This is an optimization exercise on Yosys and OpenROAD, whose aim is small area, a short achievable clock period and few clock cycles per item, not a production implementation.
At most, simulation tests tie the RTL to the original design; equivalence was not proved.
Power figures rest on the tool's default switching activity, not on a simulated workload.

// winnow_dec
module winnow_dec (
    input  wire        clk,
    input  wire        rst,
    input  wire        in_valid,
    output wire        in_ready,
    input  wire [7:0]  in_data,
    input  wire [6:0]  in_n,
    output wire        out_valid,
    input  wire        out_ready,
    output wire [31:0] out_data,
    output wire        out_last
);
For scale: ~3,400 cells after synthesis, about 35,000 sq um of cells after synthesis.
Settings: LEC_CHECK=0, CAP_MARGIN=20, CORE_MARGIN=2, CORE_UTILIZATION=40, SLEW_MARGIN=20; clock period 10.0 ns.
standard.sh (not shown) runs the stock make flow with config.mk's settings and CLKGATE_MAP_FILE= SYNTH_SCRIPT=/design/flow/synth_recipe.tcl, a recipe that flattens the netlist after the stock synthesis.
==> flow/flow/run.sh <==
#!/bin/bash
set -euo pipefail
sed 's/CLKGATE_MAP_FILE= /CLKGATE_MAP_FILE= SETUP_SLACK_MARGIN=6.5 /' standard.sh > standard_margin.sh
bash standard_margin.sh > make_flow.log 2>&1
The first run finished clean.
Rerun with:
==> flow/run.sh (new file) <==
#!/bin/bash
# synth_recipe.tcl (not shown) runs the flow's synth.tcl, then flattens the netlist and writes it again
# the make line also repeats each setting of config.mk as NAME=value (left out here)
make -C /OpenROAD-flow-scripts/flow DESIGN_CONFIG=/design/flow/config.mk WORK_HOME=/design/flow/orfs CLKGATE_MAP_FILE= SYNTH_SCRIPT=/design/flow/synth_recipe.tcl finish
CORE_UTILIZATION = 65   (was 40)
SETUP_SLACK_MARGIN = 5   (was not set)
removed: flow/flow/run.sh
removed: flow/standard.sh
Effect: Now the flow never finished: it broke off in global routing on GRT-0232. Synthesized area is unchanged. Synthesized cell count does not change.
Rerun with:
==> flow/flow/run.sh (new file) <==
#!/bin/bash
set -euo pipefail
sed 's/CLKGATE_MAP_FILE= /CLKGATE_MAP_FILE= SETUP_SLACK_MARGIN=6.0 /' standard.sh > standard_margin.sh
bash standard_margin.sh > make_flow.log 2>&1
==> flow/standard.sh (new file) <==
#!/bin/bash
# synth_recipe.tcl (not shown) runs the flow's synth.tcl, then flattens the netlist and writes it again
# the make line also repeats each setting of config.mk as NAME=value (left out here)
make -C /OpenROAD-flow-scripts/flow DESIGN_CONFIG=/design/flow/config.mk WORK_HOME=/design/flow/orfs CLKGATE_MAP_FILE= SYNTH_SCRIPT=/design/flow/synth_recipe.tcl "${@:-finish}"
CORE_UTILIZATION = 40   (was 65)
SETUP_SLACK_MARGIN = not set   (was 5)
removed: flow/run.sh
Outcome: The changed run passed the timing, DRC and antenna checks. Synthesized area stays the same. Synthesized cell count stays the same.
No run of this note included a check of the RTL's function; only the layout flow was run.

## run 1
Another version of the RTL of winnow_dec (not shown whole).
Size in the first run: roughly 3300 cells after synthesis, ~760 flip-flops, roughly 54 I/O pins, roughly 34000 µm² of cells after synthesis.
export LEC_CHECK = 0
export CAP_MARGIN = 20
export CORE_MARGIN = 2
export CORE_UTILIZATION = 40
export CTS_CLUSTER_DIAMETER = 100
export CTS_CLUSTER_SIZE = 30
export SLEW_MARGIN = 20
export TNS_END_PERCENT = 5
create_clock -name core_clock -period 10.0 [get_ports {clk}]
==> flow/flow/run.sh <==
#!/bin/bash
set -euo pipefail
sed "s/CLKGATE_MAP_FILE= /CLKGATE_MAP_FILE= SETUP_SLACK_MARGIN=6.3 'BUFFER_PORTS_ARGS=-buffer_cell sky130_fd_sc_hd__buf_2' /" standard.sh > standard_margin.sh
bash standard_margin.sh > make_flow.log 2>&1
Testbench counts of run 1, summed over its fixed seeds: cycles 35,752, blocks 320.
Edits applied to the flow inputs when going from run 1 to run 2:
Settings: a change of CTS_CLUSTER_SIZE from 30 to 24; a change of CTS_CLUSTER_DIAMETER from 100 to 80.
Results
Between run 2 and run 1, total power is higher for run 2, run 1 comes in under that. Diff run 2..run 1 | routed length on met2 | negligible. In run 2 the final worst hold slack turned out 0.0031 ns lower than in run 1.
Inputs modified between run 2 and run 3:
Settings: TNS_END_PERCENT no longer set, was 5.
==> flow/flow/run.sh <==
#!/bin/bash
set -euo pipefail
sed 's/CLKGATE_MAP_FILE= /CLKGATE_MAP_FILE= SETUP_SLACK_MARGIN=6.3 /' standard.sh > standard_margin.sh
bash standard_margin.sh > make_flow.log 2>&1
## What came out
In run 3, the relative contribution of the clock network to total power came out 0.8 points below the value in run 2. Compared run 3 vs run 2, and routed length per placed instance is up in run 3. Run 3 ends up with higher cell count of the worst reg-to-reg path than run 2 does.
#### Input delta (run 4 over run 3)
Settings: an added TNS_END_PERCENT of 5.
==> flow/flow/run.sh <==
#!/bin/bash
set -euo pipefail
sed "s/CLKGATE_MAP_FILE= /CLKGATE_MAP_FILE= SETUP_SLACK_MARGIN=6.5 'BUFFER_PORTS_ARGS=-buffer_cell sky130_fd_sc_hd__buf_2' /" standard.sh > standard_margin.sh
bash standard_margin.sh > make_flow.log 2>&1
### Flow results
- Run 4 vs run 3 — maximum frequency from static timing analysis dropped 1.5%.
- Changes observed in run 4 relative to run 3: data arrival at the endpoint of the critical path saw an increase, via count saw a decrease, register share of total power saw an increase, post-layout utilization of the core saw a decrease.
- Run 3 reached the final stage; the timing, DRC and antenna checks on its layout passed.
- Looking at the reports, run 4 completed the entire flow and the layout it produced met the timing, DRC and antenna checks.

Setup of job 101:
winnow_dec, a different RTL version from the one above (not shown whole).
Size: ~3,200 cells after synthesis, about 730 flip-flops, about 54 I/O pins.
// winnow_dec
module winnow_dec (
    input  wire        clk,
    input  wire        rst,
    input  wire        in_valid,
    output wire        in_ready,
    input  wire [7:0]  in_data,
    input  wire [6:0]  in_n,
    output wire        out_valid,
    input  wire        out_ready,
    output wire [31:0] out_data,
    output wire        out_last
);
    localparam S_HDR  = 2'd0;      
    localparam S_FLAG = 2'd1;      
    localparam S_RAW  = 2'd2;      
    localparam S_BITS = 2'd3;      
    localparam D_CODE = 1'b0;      
    localparam D_ESC  = 1'b1;      
    reg [1:0]  st;
    reg        ds;
    reg [6:0]  n;
    reg [4:0]  kk;
    reg [4:0]  kp1;                
    reg [2:0]  lgk;                
    reg        fc;
    reg [1:0]  mode;
    reg [6:0]  cnt;                
    reg [1:0]  wc;                 
    reg        warm;               
    reg [5:0]  ar;                 
    reg [1:0]  bi;                 
    reg        irdy;               
    reg [511:0] ring;              
    reg [5:0]  s;                  
    reg [7:0]  flag_c;
    reg [39:0] W;                  
    reg [5:0]  bcnt;
    reg        le32;               
    reg [7:0]  ib;                 
    reg        ibv;
    reg        rdyb;               
    reg        more;               
    reg [6:0]  lbr;                
    reg [4:0]  qacc;               
    reg        uv;
    reg [23:0] u;                  
    reg [1:0]  upsel;              
    reg [7:0]  uflag;
    reg        ulast;
    reg        ov;
    reg [31:0] out_word;
    reg        olast;
    reg [23:0] x2;
    wire [23:0] x1 = out_word[31:8];
    assign in_ready  = irdy;
    assign out_valid = ov;
    assign out_data  = out_word;
    assign out_last  = olast;
    wire s2go    = uv && (!ov || out_ready);
    wire s1_free = !uv || s2go;
    wire in_hdr  = (st == S_HDR);
    wire in_flag = (st == S_FLAG);
    wire in_raw  = (st == S_RAW);
    wire in_bits = (st == S_BITS);
    wire in_fire = in_valid && irdy;
    wire fetch   = in_fire && in_bits;
    wire merge   = ibv && le32;
    wire raw4    = in_fire && in_raw && (bi == 2'd3);
    wire        ones8   = &W[7:0];                   
  ...
Settings: LEC_CHECK=0, CAP_MARGIN=20, CORE_MARGIN=2, CORE_UTILIZATION=40, CTS_CLUSTER_DIAMETER=80, CTS_CLUSTER_SIZE=24, SLEW_MARGIN=20; clock period 10.0 ns.
==> flow/flow/run.sh <==
#!/bin/bash
set -euo pipefail
sed 's/CLKGATE_MAP_FILE= /CLKGATE_MAP_FILE= SETUP_SLACK_MARGIN=6.0 /' standard.sh > standard_margin.sh
bash standard_margin.sh > make_flow.log 2>&1
Testbench counts of job 101, summed over its fixed seeds: cycles 36,056, blocks 320.
Inputs modified between job 101 and job 102:
- CTS_CLUSTER_SIZE no longer set, was 24
- CTS_CLUSTER_DIAMETER no longer set, was 80
==> flow/flow/run.sh <==
#!/bin/bash
set -euo pipefail
sed 's/CLKGATE_MAP_FILE= /CLKGATE_MAP_FILE= SETUP_SLACK_MARGIN=6.3 /' standard.sh > standard_margin.sh
bash standard_margin.sh > make_flow.log 2>&1
Findings:
Job 102 leaves more setup margin than job 101.
In the tables for job 101 and job 102, number of buffers inserted during clock tree synthesis reads lower with job 101.
Cmp job 102 vs job 101: data arrival at the endpoint of the critical path lower in job 102
[compare] base=job 101 new=job 102: met2 track demand over resource went up, final clock period utilization by the worst path -1.8 points, critical path depth -5.
Relative to job 101, met1 layer usage reported by global route increased by 0.34 points in job 102.
Non-clock inverter total of the final layout delta (job 101 -> job 102): insignificant
Post-cts repair resize count ends up higher on job 102.
Of job 101 and job 102, the lower worst reg-to-reg setup slack belongs to job 101.
### job 102 -> job 103
==> flow/flow/run.sh <==
#!/bin/bash
set -euo pipefail
sed 's/CLKGATE_MAP_FILE= /CLKGATE_MAP_FILE= SETUP_SLACK_MARGIN=6.0 /' standard.sh > standard_margin.sh
bash standard_margin.sh > make_flow.log 2>&1
- Job 103 vs job 102, uppermost metal layer occupied by signal nets: met4 vs met5
- Job 102 and job 103 ended up with nearly the same placed instance area.
- Lower fraction of area in registers was reported by job 102, not job 103.
- From job 102 to job 103 the numbers moved as follows: wire length of the first global-routing pass saw a decrease, fmax decreased by 10 MHz relative to the old numbers, critical path depth shows an increase of 1.
- Job 103 ends up with a layout clock buffer count that is 3.8% lower than in job 102.
- Going from job 102 to job 103, the final routed wire length divided by cell count was found to have gone up by about 0.55%.

## separate check: timing with driven ports
How much do the figures lean on ideal ports? The routed layouts below were timed once more, with nothing changed but the port constraints. Step 1 sets driving cells, clkbuf_16 on the clock port and buf_2 on the other inputs (assumed; they add their load-dependent delay and slew). Step 2 moves the port delays by t, midway between the first and last clock arrival at a register: inputs arrive t later, outputs are due t later. That takes back most of the time a late clock gives input paths. Slacks: ideal / step 1 / step 2; pairs: ideal / step 1.
run | shift t [ns] | setup slack, ns | latest minus earliest clock arrival (ns)
the first run of note 1 | 0.688 | 5.891 / 5.891 / 5.555 | 0.032 / 0.033
the third run of note 1 | 0.677 | 5.838 / 5.838 / 5.415 | 0.021 / 0.022
run 1 | 0.661 | 6.163 / 6.163 / 5.593 | 0.045 / 0.045
run 2 | 0.671 | 6.162 / 6.162 / 5.532 | 0.064 / 0.064
run 3 | 0.684 | 6.266 / 6.266 / 5.590 | 0.055 / 0.056
run 4 | 0.673 | 6.210 / 6.233 / 5.560 | 0.056 / 0.056
job 101 | 0.670 | 5.981 / 5.981 / 5.394 | 0.077 / 0.077
job 102 | 0.691 | 6.164 / 6.205 / 5.514 | 0.051 / 0.052
job 103 | 0.686 | 6.008 / 6.046 / 5.360 | 0.040 / 0.041
After both steps every run listed still meets setup and hold. The setup slack of run 3, which loses most, moves by 0.000 ns with the drivers and by -0.676 ns with both steps.
